Background: an optimization exercise with open tools, aiming at small area, a short achievable clock period and few clock cycles per item. Do not read the settings as production practice.

== lane 5 ==
==> flow/design.v <==
module sip_weight (
    input  wire         clk,
    input  wire         rst,           
    input  wire         in_valid,
    output wire         in_ready,
    input  wire [127:0] in_key,        
    input  wire [31:0]  in_bin,        
    input  wire [15:0]  in_slot,       
    output reg          out_valid,
    input  wire         out_ready,
    output reg  [63:0]  out_weight
);
    localparam integer DEPTH = 7;      
    localparam integer CAP   = DEPTH + 1;
    localparam integer ARCH  = 1;      
    reg  [63:0]  k0_s0, k1_s0;
    reg  [47:0]  m_s0;
    reg  [5:0]   vld;              
    reg  [255:0] st1, st2, st3, st4, st5;
    reg  [47:0]  m_s1;
    wire [63:0]  m0 = {8'h06, 8'h00, m_s0};
    wire [63:0]  m1 = {8'h06, 8'h00, m_s1};
    wire [255:0] init = {k1_s0 ^ 64'h7465646279746573 ^ m0,
                         k0_s0 ^ 64'h6c7967656e657261,
                         k1_s0 ^ 64'h646f72616e646f6d,
                         k0_s0 ^ 64'h736f6d6570736575};
    wire [255:0] r1, r2, r3, r4, r5, r6;
    sipround #(ARCH) u_r1 (.v(init), .o(r1));
    sipround #(ARCH) u_r2 (.v(st1),  .o(r2));
    sipround #(ARCH) u_r3 (.v(st2),  .o(r3));
    sipround #(ARCH) u_r4 (.v(st3),  .o(r4));
    sipround #(ARCH) u_r5 (.v(st4),  .o(r5));
    sipround #(ARCH) u_r6 (.v(st5),  .o(r6));
    wire [255:0] r2x = r2 ^ {64'd0, 64'hff, 64'd0, m1};
    wire [63:0]  res = r6[63:0] ^ r6[127:64] ^ r6[191:128] ^ r6[255:192];
    wire         acc = in_valid && in_ready;
    always @(posedge clk) begin
        k0_s0 <= in_key[63:0];
        k1_s0 <= in_key[127:64];
        m_s0  <= {in_slot, in_bin};
        st1   <= r1;
        m_s1  <= m_s0;
        st2   <= r2x;
        st3   <= r3;
        st4   <= r4;
        st5   <= r5;
        if (rst) vld <= 6'd0;
        else     vld <= {vld[4:0], acc};
    end
    reg  [63:0]  mem [0:DEPTH-1];
    reg  [2:0]   wp, rp;
    reg  [3:0]   fcnt;             
    reg  [3:0]   cnt;              
    reg          rdy;
    assign in_ready = rdy;
    wire         xfer   = out_valid && out_ready;
    wire         o_free = !out_valid || out_ready;
    wire         f_empty = (fcnt == 4'd0);
    wire         res_v  = vld[5];
    wire         f_pop  = o_free && !f_empty;
    wire         f_push = res_v && !(o_free && f_empty);
    wire [3:0]   cnt_n  = cnt + {3'd0, acc} - {3'd0, xfer};
    always @(posedge clk) begin
        if (o_free)
            out_weight <= f_empty ? res : mem[rp];
        if (f_push)
            mem[wp] <= res;
        if (rst) begin
            out_valid <= 1'b0;
            wp   <= 3'd0;
            rp   <= 3'd0;
            fcnt <= 4'd0;
            cnt  <= 4'd0;
            rdy  <= 1'b1;
        end else begin
            if (o_free)
                out_valid <= !f_empty || res_v;
            if (f_push)
                wp <= (wp == DEPTH - 1) ? 3'd0 : wp + 3'd1;
            if (f_pop)
                rp <= (rp == DEPTH - 1) ? 3'd0 : rp + 3'd1;
            fcnt <= fcnt + {3'd0, f_push} - {3'd0, f_pop};
            cnt  <= cnt_n;
            rdy  <= (cnt_n < CAP);
        end
    end
endmodule
module sipround #(parameter integer ARCH = 0) (
    input  wire [255:0] v,
    output wire [255:0] o
);
    wire [63:0] v0 = v[63:0], v1 = v[127:64], v2 = v[191:128], v3 = v[255:192];
    wire [63:0] a0, a2, b0, b2;
    add64 #(ARCH) u_a0 (.a(v0), .b(v1), .s(a0));
    add64 #(ARCH) u_a2 (.a(v2), .b(v3), .s(a2));
    wire [63:0] x1 = {v1[50:0], v1[63:51]} ^ a0;       
    wire [63:0] x3 = {v3[47:0], v3[63:48]} ^ a2;       
    wire [63:0] c0 = {a0[31:0], a0[63:32]};            
    add64 #(ARCH) u_b0 (.a(c0), .b(x3), .s(b0));
    add64 #(ARCH) u_b2 (.a(a2), .b(x1), .s(b2));
    assign o[255:192] = {x3[42:0], x3[63:43]} ^ b0;    
    assign o[127:64]  = {x1[46:0], x1[63:47]} ^ b2;    
    assign o[63:0]    = b0;
    assign o[191:128] = {b2[31:0], b2[63:32]};         
endmodule
module add64 #(parameter integer ARCH = 0) (
    input  wire [63:0] a,
    input  wire [63:0] b,
    output reg  [63:0] s
);
    localparam [63:0] ODD = {32{2'b10}};
    reg [63:0] g, p, t, m;
    integer l, k;
    always @* begin
        g = a & b;
        p = a ^ b;
        if (ARCH == 0) begin
            for (l = 0; l < 6; l = l + 1) begin
                g = g | (p & (g << (1 << l)));
                p = p & (p << (1 << l));
            end
        end else if (ARCH == 1) begin
            for (l = 0; l < 6; l = l + 1) begin
                g = g | (p & (g << (1 << l)) & ODD);
                p = p & ((p << (1 << l)) | ~ODD);
            end
            g = g | (p & (g << 1) & ~ODD);
        end else begin
            for (l = 0; l < 6; l = l + 1) begin
                m = 64'd0;
                for (k = 0; k < 64; k = k + 1)
                    if ((k % (2 << l)) == (1 << l) - 1) m[k] = 1'b1;
                t = 64'd0;
                for (k = 1; k <= (1 << l); k = k + 1)
                    t = t | ((g & m) << k);
                g = g | (p & t);
                t = 64'd0;
                for (k = 1; k <= (1 << l); k = k + 1)
                    t = t | ((~p & m) << k);
                p = p & ~t;
            end
        end
        if (ARCH == 3)
            s = a + b;
        else
            s = a ^ b ^ {g[62:0], 1'b0};
    end
endmodule
Settings: LEC_CHECK=0, CAP_MARGIN=30, CORE_MARGIN=2, CORE_UTILIZATION=55, PLACE_DENSITY=0.65, SETUP_SLACK_MARGIN=5, SLEW_MARGIN=30; clock period 12.0 ns.
run.sh (not shown) runs the stock make flow with config.mk's settings and CLKGATE_MAP_FILE= SYNTH_SCRIPT=/design/flow/synth_recipe.tcl, a recipe that flattens the netlist after the stock synthesis.
Complete run, failing final checks: lane 5, reason capacitance limit, slew limit.
[inputs] lane 3 vs lane 5
-- flow/design.v --
<<< lane 5, line 13
    localparam integer DEPTH = 7;      
    localparam integer CAP   = DEPTH + 1;
    localparam integer ARCH  = 1;      
    reg  [63:0]  k0_s0, k1_s0;
    reg  [47:0]  m_s0;
>>> lane 3, line 13
    localparam integer DEPTH = 7;      
    localparam integer CAP   = DEPTH + 1;
    localparam integer ARCH  = 2;      
    reg  [63:0]  k0_s0, k1_s0;
    reg  [47:0]  m_s0;
- In lane 3 the implementation completed, yet the final layout does not meet the checks, the culprit being capacitance limit, slew limit.
- Relative to lane 5, lane 3 improves minimum clock period.
- Compared with lane 5, lane 3 shows sequential share of layout area higher by 3.4 points.
- Routed length per placed instance: lane 3 lower than lane 5
- Lower total number of vias goes to lane 3 over lane 5.
- Critical path depth was higher in the run labelled lane 3.
- Number of nets in the layout: higher on lane 5
- Compared lane 3 vs lane 5, and buffers inserted during post-CTS setup optimization is down in lane 3.
Function was not checked in any run of this note: the RTL went through the layout flow alone.

afterwards: timing with drivers on the ports:
The flow's constraints put no driver on any port. The routed layouts listed below were extracted and timed again, unchanged, in two steps. Step 1 (the two cells are an assumption about what drives the block):
set clk [get_ports {clk}]
set_driving_cell -lib_cell sky130_fd_sc_hd__clkbuf_16 $clk
set_driving_cell -lib_cell sky130_fd_sc_hd__buf_2 [delete_from_list [all_inputs] $clk]
Step 2, shift: input delay + t, output delay - t, t = (earliest + latest rising clock arrival at the registers) / 2. This alone moves slack from input paths to output paths. Three values: ideal, step 1, step 2; two values: the first two.
| run | t (ns) | setup slack, ns | clock arrival spread, ns |
|---|---|---|---|
| lane 5 | 1.013 | 3.930 / 3.930 / 3.930 | 0.133 / 0.132 |
| lane 3 | 1.006 | 4.224 / 4.224 / 4.224 | 0.110 / 0.110 |
